Context: an optimization exercise on an open-source flow, tuned for small area. The choices shown serve that exercise and are no tape-out recipe.
Only simulation tests tie the RTL to the original design; equivalence was not proved.

== P ==
Design sinc4_decim, start of the top module:
module sinc4_decim (
    input  wire        clk,
    input  wire        rst,         
    input  wire        in_valid,
    input  wire [8:0]  in_bits,
    output wire        out_valid,
    output wire [3:0]  out_lane,
    output wire [18:0] out_data
);
    reg  [69:0] ring [0:8];
    reg  [8:0]  lb;      
    reg  [3:0]  age;     
    reg  [4:0]  ql;      
    reg         dbl;     
    reg         xo;      
    reg  [3:0]  lane;    
    reg         clr;     
    wire        stb   = in_valid & ~rst;
    wire        pl    = ~age[3] | (age == 4'd8);
    wire        dact  = dbl & (age == 4'd0);
    wire        xn    = pl & lb[lane];
    wire        xold  = dact & xo;
    wire        q25   = dact & (ql == 5'd0);
    wire        shift = pl & ((ql == 5'd24) | q25);
    wire [3:0]  lnext = (lane == 4'd8) ? 4'd0 : lane + 4'd1;
    wire [56:0] k;
    wire [6:0] rsel = {(q25 ? 5'd25 : ql), xold, xn};
    wire rn66, rn67, rn68, rn69, rn70, rn71, rn72, rn74;
    wire rn76, rn77, rn78, rn79, rn80, rn81, rn82, rn83;
    wire rn84, rn85, rn87, rn88, rn90, rn91, rn93, rn94;
    wire rn95, rn96, rn97, rn98, rn99, rn100, rn101, rn102;
    wire rn103, rn104, rn105, rn106, rn107, rn108, rn109, rn110;
    wire rn111, rn112, rn113, rn114, rn115, rn116, rn117, rn118;
    wire rn119, rn120, rn121, rn122, rn123, rn124, rn125, rn126;
    wire rn127, rn128, rn129, rn130, rn131, rn132, rn133, rn134;
    wire rn135, rn136, rn137, rn138, rn139, rn140, rn141, rn142;
    wire rn144, rn145, rn146, rn147, rn148, rn149, rn150, rn151;
    wire rn152, rn153, rn154, rn155, rn156, rn157, rn158, rn159;
    wire rn160, rn161, rn162, rn163, rn164, rn165, rn166, rn167;
    wire rn168, rn169, rn170, rn171, rn172, rn173, rn174, rn175;
    wire rn176, rn177, rn178, rn179, rn180, rn181, rn182, rn183;
    wire rn184, rn185, rn186, rn187, rn188, rn189, rn190, rn191;
  ...
Size in the first run: roughly 36 I/O pins, roughly 18000 µm² of cells after synthesis.
clock: 20.0 ns
lec_check: 0
abc_area: 1
cap_margin: 20
core_margin: 2
core_utilization: 70
cts_buf_list: sky130_fd_sc_hd__clkbuf_8
cts_cluster_diameter: 60
cts_cluster_size: 20
gpl_timing_driven: 1
slew_margin: 20
synth_hierarchical: 1
synth_memory_max_bits: 16384
standard.sh (not shown) runs the stock make flow with config.mk's settings and CLKGATE_MAP_FILE= SYNTH_SCRIPT=/design/flow/synth_recipe.tcl, a recipe that flattens the netlist after the stock synthesis.
==> flow/flow/run.sh <==
#!/bin/bash
# Own layout flow: the standard synthesis, then the combinational logic between the
# registers re-mapped by ABC for area (the registers, their names and cell types are kept),
# then the standard layout from floorplan on, with the ports buffered by buf_1.
# Each tool writes its full output to a log file in this folder.
set -euo pipefail
W=$(pwd)
F=$W/flow
P=$FLOW_HOME/platforms/$FLOW_PLATFORM
LIB=$P/lib/sky130_fd_sc_hd__tt_025C_1v80.lib
R=$W/orfs/results/$FLOW_PLATFORM/sinc4_decim/base
YOSYS=$(command -v yosys || echo $FLOW_HOME/../tools/install/yosys/bin/yosys)

# 1. standard synthesis
bash standard.sh synth > $W/flow_1_synth.log 2>&1

# 2. re-map the logic between the registers
cp $R/1_2_yosys.v $W/synth_standard.v
python3 $F/lib2v.py $LIB > $W/cells_func.v
DU=$(sed -n '/DONT_USE_CELLS/,/^#/p' $P/config.mk | grep -o 'sky130_fd_sc_hd__[A-Za-z0-9_]*' | sed 's/^/-dont_use /' | tr '\n' ' ')
cat > $W/remap.ys <<EOS

read_verilog $W/cells_func.v
read_verilog $W/synth_standard.v
hierarchy -top $FLOW_TOP
flatten
read_liberty -lib $LIB
rename -hide w:* i:* %d o:* %d
opt_clean -purge
techmap
opt -fast
abc -liberty $LIB $DU -script $F/remap.abc
opt_clean -purge
setundef -zero
hilomap -singleton -hicell sky130_fd_sc_hd__conb_1 HI -locell sky130_fd_sc_hd__conb_1 LO
splitnets
opt_clean -purge
check -assert -mapped
tee -o $W/remap_stat.txt stat -liberty $LIB
write_verilog -noattr -nohex -nodec $W/synth_remapped.v
EOS
$YOSYS -l $W/flow_2_remap.log -q -s $W/remap.ys
cp $W/synth_remapped.v $R/1_2_yosys.v
rm -f $R/1_synth.odb $R/1_synth.sdc

# 3. standard layout from the re-mapped netlist
bash standard.sh "BUFFER_PORTS_ARGS=-buffer_cell sky130_fd_sc_hd__buf_1" "CTS_ARGS=-sink_clustering_enable -repair_clock_nets -sink_clustering_size 20 -sink_clustering_max_diameter 60 -buf_list sky130_fd_sc_hd__clkbuf_8 -dont_use_dummy_load" finish > $W/flow_3_layout.log 2>&1
test -s $W/out/final.def
==> flow/flow/remap.abc <==
strash
&get -n
&st
&dch
&nf -R 50
&put
Other scripts of this flow, unchanged in this note and not shown: flow/flow/lib2v.py
P went all the way through the flow, and no timing, DRC or antenna check failed.
### P -> Q
- CORE_UTILIZATION: 70 -> 60
- GPL_TIMING_DRIVEN: 1 -> unset
==> flow/flow/remap.abc <==
strash
&get -n
&st
&dch
&nf -R 1000
&put
[summary]
P → Q: minimum clock period after layout lost 0.27 ns, final cycle utilization of the critical path went down 1.3 points, cell area up about 0.8%.
For the layout-stage area growth over the synthesis result, Q came in 0.90 points higher than P did.
Going from P to Q, setup slack after layout grew by 0.27 ns; logic depth of the worst register-to-register path has increased.
Q vs P, met3 wire length went down by 29%.
Comparing Q and P, the lower sequential cell area share is on Q.
Inputs modified between Q and R:
--- a/flow/flow/run.sh
+++ b/flow/flow/run.sh
@@ -45,4 +45,4 @@
 
 # 3. standard layout from the re-mapped netlist
-bash standard.sh "BUFFER_PORTS_ARGS=-buffer_cell sky130_fd_sc_hd__buf_1" "CTS_ARGS=-sink_clustering_enable -repair_clock_nets -sink_clustering_size 20 -sink_clustering_max_diameter 60 -buf_list sky130_fd_sc_hd__clkbuf_8 -dont_use_dummy_load" finish > $W/flow_3_layout.log 2>&1
+bash standard.sh "BUFFER_PORTS_ARGS=-buffer_cell sky130_fd_sc_hd__buf_1" "CTS_ARGS=-sink_clustering_enable -repair_clock_nets -sink_clustering_size 30 -sink_clustering_max_diameter 50 -buf_list sky130_fd_sc_hd__clkbuf_16 -sink_clustering_buffer sky130_fd_sc_hd__clkbuf_16 -dont_use_dummy_load" finish > $W/flow_3_layout.log 2>&1
 test -s $W/out/final.def
Notes after the runs:
Summary of R over Q: final design utilization picked up an extra 1.2 points; post-route worst setup slack fell 0.091 ns; initial antenna violation count shows a reduction of 1; final standard cell count with taps included and fillers excluded saw a decrease; non-clock buffer total of the final layout fell 1.
Comparing R against Q, there is no change at all in largest net degree at the start of global routing.
## Diff of input files: S against R
--- a/flow/flow/run.sh
+++ b/flow/flow/run.sh
@@ -26,5 +26,4 @@
 flatten
 read_liberty -lib $LIB
-rename -hide w:* i:* %d o:* %d
 opt_clean -purge
 techmap
@@ -36,4 +35,5 @@
 splitnets
 opt_clean -purge
+insbuf -buf sky130_fd_sc_hd__buf_4 A X
 check -assert -mapped
 tee -o $W/remap_stat.txt stat -liberty $LIB
@@ -45,4 +45,4 @@
 
 # 3. standard layout from the re-mapped netlist
-bash standard.sh "BUFFER_PORTS_ARGS=-buffer_cell sky130_fd_sc_hd__buf_1" "CTS_ARGS=-sink_clustering_enable -repair_clock_nets -sink_clustering_size 30 -sink_clustering_max_diameter 50 -buf_list sky130_fd_sc_hd__clkbuf_16 -sink_clustering_buffer sky130_fd_sc_hd__clkbuf_16 -dont_use_dummy_load" finish > $W/flow_3_layout.log 2>&1
+bash standard.sh "BUFFER_PORTS_ARGS=-buffer_cell sky130_fd_sc_hd__buf_1" finish > $W/flow_3_layout.log 2>&1
 test -s $W/out/final.def
Results
- Every run in the comparison, S and R, completed the flow with a clean layout.
- S -> R: fraction of area in non-clock buffers flat
- Row total of fill cells in the finished design: S higher / R lower
- Compared with R, S shows global-route wire length before repair lower by 4400 µm.
- S vs. R: core utilization decreased by 2.2 points relative to the old numbers, total of plain and repair buffers excluding clock buffers decreased by 6.7% relative to the old numbers, placeable core region increased by 2.2% relative to the old numbers.
- On proportion of cell area occupied by registers, the lower figure sits with R, not S.
- Measured against each other, S and R differ in synthesis-to-layout area growth, the higher figure coming from R.
- S ends up with lower combined global-route utilization of all metal layers than R does.

[re-timing with driven ports]
Ports are ideal in the flow. The routed layouts listed here were re-timed in OpenROAD.
Step 1, drivers: a clkbuf_16 drives clk and a buf_2 each remaining input, both assumed.
Step 2 adds t to the input delays and takes it off the output delays; t is the mean of the earliest and latest rising clock arrival at the registers after step 1. Input paths then give back, and output paths get back, about the clock's delay inside the block.
Three values: ideal ports, drivers, drivers and shift; two values: the first two.
| run | t, ns | setup slack, ns | slew at the worst register clock pin (ns) |
|---|---|---|---|
| P | 0.605 | 1.101 / 1.055 / 1.660 | 0.12 / 0.12 |
| Q | 0.605 | 1.368 / 1.319 / 1.923 | 0.12 / 0.12 |
| R | 0.573 | 1.277 / 1.225 / 1.797 | 0.11 / 0.11 |
| S | 0.638 | 1.249 / 1.197 / 1.835 | 0.11 / 0.11 |
After both steps setup and hold are still met in every run listed.
